Context: an optimization exercise on an open-source flow, tuned for small area and few clock cycles per item. The choices shown serve that exercise and are no tape-out recipe.
RTL that was checked went through simulation tests only; none was proved equivalent to the original.
Power and IR drop assume default switching activity.

## rs_c3_enc
module rs_c3_enc (
    input  wire        clk,
    input  wire        rst,
    input  wire        in_valid,
    output wire        in_ready,
    input  wire [15:0] in_data,
    output wire        out_valid,
    input  wire        out_ready,
    output wire [15:0] out_data,
    output wire        out_last
);
For scale: ~980 cells after synthesis, roughly 270 flip-flops, roughly 14,000 sq um of cells after synthesis.
clock: 4.0 ns
lec_check: 0
cap_margin: 20
core_margin: 2
core_utilization: 60
place_density: 0.75
setup_slack_margin: 0.1
slew_margin: 20
standard.sh (not shown) runs the stock make flow with config.mk's settings and CLKGATE_MAP_FILE= SYNTH_SCRIPT=/design/flow/synth_recipe.tcl, a recipe that flattens the netlist after the stock synthesis.
==> flow/flow/run.sh <==
#!/bin/bash
# The standard layout (standard.sh) with two changes:
#  - ABC maps the logic with an area-oriented structural mapping (&nf) (flow/abc.script), so
#    the XOR network written in the RTL is kept as it is;
#  - extra ORFS make variables from flow/extra.sh (placement/CTS options).
# Each tool's output goes to the ORFS logs under orfs/logs; make's own output
# goes to make.log.
set -euo pipefail
HERE=$(pwd)
cat > my_synth.tcl <<EOF
proc abc {args} {
  set i [lsearch -exact \$args -script]
  if {\$i >= 0} { set args [lreplace \$args [expr {\$i+1}] [expr {\$i+1}] $HERE/flow/abc.script] }
  yosys abc {*}\$args
}
source $HERE/synth_recipe.tcl
EOF
{
  cat flow/extra.sh
  sed -e "s#SYNTH_SCRIPT=[^ ]*#SYNTH_SCRIPT=$HERE/my_synth.tcl#" \
      -e 's#"\${@:-finish}"#"${EXTRA[@]}" "${@:-finish}"#' standard.sh
} > my_standard.sh
bash my_standard.sh > make.log 2>&1
==> flow/flow/abc.script <==
&get -n
&st
&dch -f
&nf -R 1000
&put
==> flow/flow/extra.sh <==
EXTRA=("BUFFER_PORTS_ARGS=-buffer_cell sky130_fd_sc_hd__buf_1" "CTS_ARGS=-sink_clustering_enable -repair_clock_nets -dont_use_dummy_load -sink_clustering_size 24 -sink_clustering_max_diameter 120")
Testbench counts at the start, summed over its fixed seeds: cycles 49,280, words 192.
Change:
==> flow/flow/extra.sh (replaced) <==
EXTRA=("BUFFER_PORTS_ARGS=-buffer_cell sky130_fd_sc_hd__buf_1" "CTS_ARGS=-sink_clustering_enable -repair_clock_nets -dont_use_dummy_load -sink_clustering_size 30 -sink_clustering_max_diameter 140")
Result: Die area does not change; clock power fell by roughly a tenth; final cell count stays flat; sequential power barely changes.
Change:
--- a/flow/config.mk
+++ b/flow/config.mk
@@ -10,2 +10,2 @@
-export CORE_UTILIZATION = 60
-export PLACE_DENSITY = 0.75
+export CORE_UTILIZATION = 65
+export PLACE_DENSITY = 0.8
What happened: The changed run produced a clean layout; via count hardly moves; design area is about the same; non-clock buffer count came out higher by 3; die area drops by 7.5%; power stays flat; hold slack improved by 9.6 ps; combinational power goes up by about 1%; setup slack is worse by 70 ps; clock skew is about the same; core utilization grows by 5.4 points; clock-buffer cell count is unchanged.
Change:
==> flow/flow/extra.sh (replaced) <==
EXTRA=("BUFFER_PORTS_ARGS=-buffer_cell sky130_fd_sc_hd__buf_1" "CTS_ARGS=-sink_clustering_enable -repair_clock_nets -dont_use_dummy_load -sink_clustering_size 27 -sink_clustering_max_diameter 130")
--- a/flow/config.mk
+++ b/flow/config.mk
@@ -10,2 +10,2 @@
-export CORE_UTILIZATION = 65
-export PLACE_DENSITY = 0.8
+export CORE_UTILIZATION = 60
+export PLACE_DENSITY = 0.75
After rerunning: The changed run went through all stages and came out clean. Die area grows by 8.1%. Sequential share of layout area shrinks by 0.14 points. Core utilization shrinks by 5.3 points. Non-clock buffer count shrinks by 3. Register-to-register slack is better by 110 ps.

* * *

## v6
rs_c3_enc, a different RTL version from the one above (not shown whole).
Size: about 1200 cells after synthesis, ~270 flip-flops, about 39 I/O pins, roughly 16000 um2 of cells after synthesis.
clock: 4.0 ns
lec_check: 0
cap_margin: 20
core_margin: 2
core_utilization: 40
place_density: 0.6
slew_margin: 20
run.sh (not shown) runs the stock make flow with config.mk's settings and CLKGATE_MAP_FILE= SYNTH_SCRIPT=/design/flow/synth_recipe.tcl, a recipe that flattens the netlist after the stock synthesis.
Stock flow here: none of the scripts above is used.
Relative to v6, the following input files were edited for v7:
==> flow/flow/run.sh (new file) <==
#!/bin/bash
set -euo pipefail
HERE=$(pwd)
cat > my_synth.tcl <<EOF
proc abc {args} {
  set i [lsearch -exact \$args -script]
  if {\$i >= 0} { set args [lreplace \$args [expr {\$i+1}] [expr {\$i+1}] $HERE/flow/abc.script] }
  yosys abc {*}\$args
}
source $HERE/synth_recipe.tcl
EOF
sed "s#SYNTH_SCRIPT=[^ ]*#SYNTH_SCRIPT=$HERE/my_synth.tcl#" standard.sh > my_standard.sh
bash my_standard.sh > make.log 2>&1
==> flow/flow/abc.script (new file) <==
strash
map -a
==> flow/standard.sh (new file) <==
#!/bin/bash
# synth_recipe.tcl (not shown) runs the flow's synth.tcl, then flattens the netlist and writes it again
# the make line also repeats each setting of config.mk as NAME=value (left out here)
make -C /OpenROAD-flow-scripts/flow DESIGN_CONFIG=/design/flow/config.mk WORK_HOME=/design/flow/orfs CLKGATE_MAP_FILE= SYNTH_SCRIPT=/design/flow/synth_recipe.tcl "${@:-finish}"
removed: flow/run.sh
## What came out
The final report for v7 shows a completed flow and a layout that fails verification, specifically negative setup slack. Shortest period the worst path allows delta for v7 relative to v6: 0.83 ns higher. NOTE multi-input logic cell count v6->v7 decreased by more than 10%. Taking v6 as the reference, in v7 critical path depth shows an increase of 9; non-clock buffer instance count of the final layout shows an increase of 88; largest clock skew in the final design shows no meaningful change; part of the total power dissipated in the clock network shows an increase of 2.7 points; number of setup violations in the final report shows an increase of 83. Changes observed in v7 relative to v6: critical path's largest stage delay dropped 0.15 ns, number of DRC markers after the initial detailed-route iteration dropped about 30%.
No functional check of the RTL was part of any run of this note.

* * *

== before ==
rs_c3_enc, a different RTL version from the one above (not shown whole).
Size: roughly 990 cells after synthesis, about 270 flip-flops, ~39 I/O pins, roughly 14,000 µm² of cells after synthesis.
// rs_c3_enc
module rs_c3_enc (
    input  wire        clk,
    input  wire        rst,
    input  wire        in_valid,
    output wire        in_ready,
    input  wire [15:0] in_data,
    output wire        out_valid,
    input  wire        out_ready,
    output wire [15:0] out_data,
    output wire        out_last
);
Settings: LEC_CHECK=0, CAP_MARGIN=20, CORE_MARGIN=2, CORE_UTILIZATION=60, PLACE_DENSITY=0.75, SETUP_SLACK_MARGIN=0.1, SLEW_MARGIN=20; clock period 4.0 ns.
standard.sh (not shown) runs the stock make flow with config.mk's settings and CLKGATE_MAP_FILE= SYNTH_SCRIPT=/design/flow/synth_recipe.tcl, a recipe that flattens the netlist after the stock synthesis.
==> flow/flow/run.sh <==
#!/bin/bash
# The standard layout (standard.sh) with two changes:
#  - ABC maps the logic with an area-oriented structural mapping (&nf) (flow/abc.script), so
#    the XOR network written in the RTL is kept as it is;
#  - extra ORFS make variables from flow/extra.sh (placement/CTS options).
# Each tool's output goes to the ORFS logs under orfs/logs; make's own output
# goes to make.log.
set -euo pipefail
HERE=$(pwd)
cat > my_synth.tcl <<EOF
proc abc {args} {
  set i [lsearch -exact \$args -script]
  if {\$i >= 0} { set args [lreplace \$args [expr {\$i+1}] [expr {\$i+1}] $HERE/flow/abc.script] }
  yosys abc {*}\$args
}
source $HERE/synth_recipe.tcl
EOF
{
  cat flow/extra.sh
  sed -e "s#SYNTH_SCRIPT=[^ ]*#SYNTH_SCRIPT=$HERE/my_synth.tcl#" \
      -e 's#"\${@:-finish}"#"${EXTRA[@]}" "${@:-finish}"#' standard.sh
} > my_standard.sh
bash my_standard.sh > make.log 2>&1
==> flow/flow/abc.script <==
&get -n
&st
&dch -f
&nf -R 1000
&put
==> flow/flow/extra.sh <==
EXTRA=("BUFFER_PORTS_ARGS=-buffer_cell sky130_fd_sc_hd__buf_1" "CTS_ARGS=-sink_clustering_enable -repair_clock_nets -dont_use_dummy_load -sink_clustering_size 24 -sink_clustering_max_diameter 120")
before finished every step from synthesis to the final layout, and the layout passed the timing, design-rule and antenna checks.
Testbench counts of before, summed over its fixed seeds: cycles 49,280, words 192.
### before -> after
- removing SETUP_SLACK_MARGIN (formerly 0.1)
### Flow results
Run comparison: after highest metal layer with signal wires met4; before highest metal layer with signal wires met5. Non-filler instance count after layout of after is on par with before. Diff before -> after: relative slew slack shows a reduction of 18 points, worst hold slack fell 4.1 ps, fraction of power consumed by combinational cells level. The layout-stage area growth over the synthesis result of after is lower than that of before. Instance area at placement, after and before, higher one = before. In the reports for after and before, the larger wire length the detailed router placed on met1 belongs to before. Run comparison: before worst setup path startpoint fbd[8]; after worst setup path startpoint fbd[3]. The first-pass GRT wire length of before and that of after are within noise of each other. When the final numbers for after and before were put side by side, the buffering stage count on the worst path with inverters included turned out to be smaller in after. Relative area of non-clock buffer cells in the final design | after below before.

* * *

rs_c3_enc, a different RTL version from the one above (not shown whole).
For scale: ~270 flip-flops.
clock: 4.0 ns
lec_check: 0
cap_margin: 20
core_margin: 2
core_utilization: 55
place_density: 0.7
setup_slack_margin: 0.1
slew_margin: 20
==> flow/flow/extra.sh <==
EXTRA=("BUFFER_PORTS_ARGS=-buffer_cell sky130_fd_sc_hd__buf_1" "CTS_ARGS=-sink_clustering_enable -repair_clock_nets -dont_use_dummy_load -sink_clustering_size 20 -sink_clustering_max_diameter 100")
Scripts as last shown in full above: flow/flow/run.sh, flow/flow/abc.script
Testbench counts at the start, summed over its fixed seeds: cycles 49,280, words 192.
Then changed:
--- a/flow/config.mk
+++ b/flow/config.mk
@@ -11,3 +11,3 @@
 export PLACE_DENSITY = 0.7
-export SETUP_SLACK_MARGIN = 0.1
+export SETUP_SLACK_MARGIN = 0.05
 export SLEW_MARGIN = 20
Die area stays the same. Cell area falls by 0.79%. Cell count falls by 0.40%. Wire length falls by 4.9%. Clock skew barely changes. Utilization falls by 0.50 points. Hold slack gets better by 0.0094 ns.
Then changed:
==> flow/flow/extra.sh (replaced) <==
EXTRA=("BUFFER_PORTS_ARGS=-buffer_cell sky130_fd_sc_hd__buf_1" "CTS_ARGS=-sink_clustering_enable -repair_clock_nets -dont_use_dummy_load -sink_clustering_size 24 -sink_clustering_max_diameter 120")
--- a/flow/config.mk
+++ b/flow/config.mk
@@ -9,5 +9,4 @@
 export CORE_MARGIN = 2
-export CORE_UTILIZATION = 55
-export PLACE_DENSITY = 0.7
-export SETUP_SLACK_MARGIN = 0.05
+export CORE_UTILIZATION = 60
+export PLACE_DENSITY = 0.75
 export SLEW_MARGIN = 20
The changed run completed without violations.
Area after synthesis stays the same.
Wire length climbs by 1.4%.
Die area is lower by 8.1%.
Design area fell by 1.2%.
Clock-buffer cell count is lower by 2.
Sequential power barely changes.
First-iteration DRC count went down by 11%.
Then changed:
--- a/flow/config.mk
+++ b/flow/config.mk
@@ -9,4 +9,4 @@
 export CORE_MARGIN = 2
-export CORE_UTILIZATION = 60
-export PLACE_DENSITY = 0.75
+export CORE_UTILIZATION = 55
+export PLACE_DENSITY = 0.7
 export SLEW_MARGIN = 20
Cell count goes up by 3.5%.
Critical path depth goes up by 2.
Fmax hardly moves.
Global-route usage goes down by 1.8 points.
Sequential cell count stays the same.
Hold slack gets worse by 0.0047 ns.
Then changed:
==> flow/flow/extra.sh (replaced) <==
EXTRA=("BUFFER_PORTS_ARGS=-buffer_cell sky130_fd_sc_hd__buf_1" "CTS_ARGS=-sink_clustering_enable -repair_clock_nets -dont_use_dummy_load -sink_clustering_size 20 -sink_clustering_max_diameter 100")
--- a/flow/config.mk
+++ b/flow/config.mk
@@ -9,4 +9,4 @@
 export CORE_MARGIN = 2
-export CORE_UTILIZATION = 55
-export PLACE_DENSITY = 0.7
+export CORE_UTILIZATION = 60
+export PLACE_DENSITY = 0.75
 export SLEW_MARGIN = 20
What happened:
- non-clock buffer count shrinks by 4
- global-route usage goes up by 1.7 points
- worst hold slack gets better by 0.0035 ns
- power grows by about 2%
- routed wire length came out lower by 3.7%
Then changed:
--- a/flow/config.mk
+++ b/flow/config.mk
@@ -9,4 +9,4 @@
 export CORE_MARGIN = 2
-export CORE_UTILIZATION = 60
-export PLACE_DENSITY = 0.75
+export CORE_UTILIZATION = 55
+export PLACE_DENSITY = 0.7
 export SLEW_MARGIN = 20
The changed run completed with no timing, DRC or antenna violations.
Fmax falls slightly.
Wire length rises by a few percent.
Sequential share of layout area falls by 0.41 points.
Global-route usage falls by 1.5 points.

* * *

Another version of the RTL of rs_c3_enc (not shown whole).
For scale: ~1,100 cells after synthesis, roughly 270 flip-flops, roughly 39 I/O pins, roughly 15,000 sq um of cells after synthesis.
export LEC_CHECK = 0
export CAP_MARGIN = 20
export CORE_MARGIN = 2
export CORE_UTILIZATION = 55
export PLACE_DENSITY = 0.7
export SETUP_SLACK_MARGIN = 0.1
export SLEW_MARGIN = 20
create_clock -name core_clock -period 4.0 [get_ports {clk}]
==> flow/flow/run.sh <==
#!/bin/bash
# The standard layout (standard.sh) with two changes:
#  - ABC maps the logic with a plain structural mapping (flow/abc.script), so
#    the XOR network written in the RTL is kept as it is;
#  - extra ORFS make variables from flow/extra.sh (placement/CTS options).
# Each tool's output goes to the ORFS logs under orfs/logs; make's own output
# goes to make.log.
set -euo pipefail
HERE=$(pwd)
cat > my_synth.tcl <<EOF
proc abc {args} {
  set i [lsearch -exact \$args -script]
  if {\$i >= 0} { set args [lreplace \$args [expr {\$i+1}] [expr {\$i+1}] $HERE/flow/abc.script] }
  yosys abc {*}\$args
}
source $HERE/synth_recipe.tcl
EOF
{
  cat flow/extra.sh
  sed -e "s#SYNTH_SCRIPT=[^ ]*#SYNTH_SCRIPT=$HERE/my_synth.tcl#" \
      -e 's#"\${@:-finish}"#"${EXTRA[@]}" "${@:-finish}"#' standard.sh
} > my_standard.sh
bash my_standard.sh > make.log 2>&1
==> flow/flow/abc.script <==
strash
map -a
==> flow/flow/extra.sh <==
EXTRA=("BUFFER_PORTS_ARGS=-buffer_cell sky130_fd_sc_hd__buf_1" "CTS_ARGS=-sink_clustering_enable -repair_clock_nets -dont_use_dummy_load -sink_clustering_size 20 -sink_clustering_max_diameter 100")
The first run finished with timing, DRC and antenna clean.
Testbench counts at the start, summed over its fixed seeds: cycles 49,280, words 192.
==> next run, changes <==
--- a/flow/flow/run.sh
+++ b/flow/flow/run.sh
@@ -1,5 +1,5 @@
 #!/bin/bash
 # The standard layout (standard.sh) with two changes:
-#  - ABC maps the logic with a plain structural mapping (flow/abc.script), so
+#  - ABC maps the logic with an area-oriented structural mapping (&nf) (flow/abc.script), so
 #    the XOR network written in the RTL is kept as it is;
 #  - extra ORFS make variables from flow/extra.sh (placement/CTS options).
==> flow/flow/abc.script (replaced) <==
&get -n
&st
&dch -f
&nf -R 1000
&put
==> flow/flow/extra.sh (replaced) <==
EXTRA=("BUFFER_PORTS_ARGS=-buffer_cell sky130_fd_sc_hd__buf_1" "CTS_ARGS=-sink_clustering_enable -repair_clock_nets -dont_use_dummy_load -buf_list sky130_fd_sc_hd__clkbuf_8 -root_buf sky130_fd_sc_hd__clkbuf_8 -sink_clustering_size 14 -sink_clustering_max_diameter 100")
- SETUP_SLACK_MARGIN: 0.1 -> 0.15
=> Setup slack is better by 0.041 ns. Sequential share of layout area increases by 2.1 points. Sequential cell count is unchanged. Global-route usage barely changes. Total power decreases by a little under a tenth. Sequential power decreases by a few percent. Critical path depth decreases by 2.
==> next run, changes <==
--- a/flow/flow/run.sh
+++ b/flow/flow/run.sh
@@ -1,5 +1,5 @@
 #!/bin/bash
 # The standard layout (standard.sh) with two changes:
-#  - ABC maps the logic with an area-oriented structural mapping (&nf) (flow/abc.script), so
+#  - ABC maps the logic with a plain structural mapping (flow/abc.script), so
 #    the XOR network written in the RTL is kept as it is;
 #  - extra ORFS make variables from flow/extra.sh (placement/CTS options).
==> flow/flow/abc.script (replaced) <==
strash
map -a
==> flow/flow/extra.sh (replaced) <==
EXTRA=("BUFFER_PORTS_ARGS=-buffer_cell sky130_fd_sc_hd__buf_2" "CTS_ARGS=-sink_clustering_enable -repair_clock_nets -dont_use_dummy_load")
- SETUP_SLACK_MARGIN: 0.15 -> unset
=> Cell count rose by roughly a tenth. Design area increases by a few percent. Register-to-register slack gets worse by 0.34 ns. Worst setup slack loses 0.090 ns. Synthesized cell count climbs by roughly a tenth. Clock-buffer cell count grows by 7. Hold slack gains 0.0092 ns.
==> next run, changes <==
--- a/flow/flow/run.sh
+++ b/flow/flow/run.sh
@@ -1,6 +1,7 @@
 #!/bin/bash
 # The standard layout (standard.sh) with two changes:
-#  - ABC maps the logic with a plain structural mapping (flow/abc.script), so
-#    the XOR network written in the RTL is kept as it is;
+#  - the two-input XOR/XNOR gates are mapped straight to xor2_1/xnor2_1 cells
+#    (flow/xormap.v) and ABC maps the rest with a plain structural mapping
+#    (flow/abc.script), so the XOR network written in the RTL is kept as it is;
 #  - extra ORFS make variables from flow/extra.sh (placement/CTS options).
 # Each tool's output goes to the ORFS logs under orfs/logs; make's own output
@@ -10,4 +11,5 @@
 cat > my_synth.tcl <<EOF
 proc abc {args} {
+  yosys techmap -map $HERE/flow/xormap.v
   set i [lsearch -exact \$args -script]
   if {\$i >= 0} { set args [lreplace \$args [expr {\$i+1}] [expr {\$i+1}] $HERE/flow/abc.script] }
==> flow/flow/extra.sh (replaced) <==
EXTRA=("BUFFER_PORTS_ARGS=-buffer_cell sky130_fd_sc_hd__buf_2" "CTS_ARGS=-sink_clustering_enable -repair_clock_nets -dont_use_dummy_load -buf_list sky130_fd_sc_hd__clkbuf_8 -root_buf sky130_fd_sc_hd__clkbuf_8")
==> flow/flow/xormap.v (new file) <==
// Map Yosys's two-input XOR/XNOR gates straight to library cells, so that
// the XOR network written in the RTL reaches the layout gate for gate.
module \$_XOR_ (input A, input B, output Y);
  sky130_fd_sc_hd__xor2_1 _TECHMAP_REPLACE_ (.A(A), .B(B), .X(Y));
endmodule
module \$_XNOR_ (input A, input B, output Y);
  sky130_fd_sc_hd__xnor2_1 _TECHMAP_REPLACE_ (.A(A), .B(B), .Y(Y));
endmodule
Cell count goes down by 0.48%.
Routed wire length went down by 1.6%.
Total power goes down by 5.2%.
Via count decreases by 2.2%.
Utilization is lower by 0.23 points.

port drivers added, routing unchanged:
In the flow no input, the clock included, has a driving cell. The finished layouts below were timed again as built, in two steps. Step 1 sets driving cells, clkbuf_16 on the clock port and buf_2 on the other inputs (assumed; they add their load-dependent delay and slew). Step 2 also shifts input and output timing later by t, the mid clock arrival at the registers, as if the neighbouring blocks saw the same clock. Slacks: ideal ports / drivers / drivers and shift; pairs: ideal ports / drivers.
run	t (ns)	setup slack, ns	worst setup path at the end
the first run of note 1	0.526	0.255 / 0.206 / 0.379	register to register
the second run of note 1	0.540	0.259 / 0.213 / 0.436	register to register
the third run of note 1	0.530	0.189 / 0.141 / 0.343	register to register
the fourth run of note 1	0.542	0.254 / 0.208 / 0.449	register to register
v6	0.589	0.217 / 0.249 / -0.339	input to register
v7	0.611	-0.613 / -0.613 / -1.168	input to register
before	0.518	0.246 / 0.198 / 0.384	register to register
after	0.523	0.161 / 0.113 / 0.197	register to register
the first run of note 4	0.548	0.168 / 0.116 / 0.231	register to register
the second run of note 4	0.556	0.144 / 0.094 / 0.254	register to register
the third run of note 4	0.518	0.172 / 0.124 / 0.215	register to register
the fourth run of note 4	0.520	0.166 / 0.118 / 0.322	register to register
the fifth run of note 4	0.548	0.150 / 0.102 / 0.174	register to register
the sixth run of note 4	0.546	0.122 / 0.073 / 0.284	register to register
the first run of note 5	0.557	0.158 / 0.137 / 0.158	register to register
the second run of note 5	0.603	0.199 / 0.154 / 0.465	register to register
the third run of note 5	0.596	0.108 / 0.059 / 0.134	register to register
the fourth run of note 5	0.593	0.096 / 0.047 / 0.119	register to register
Met with ideal ports but missed after step 2: setup timing in v6. For v6, which loses most, drivers alone change the setup slack by +0.032 ns; drivers and shift together by -0.556 ns.
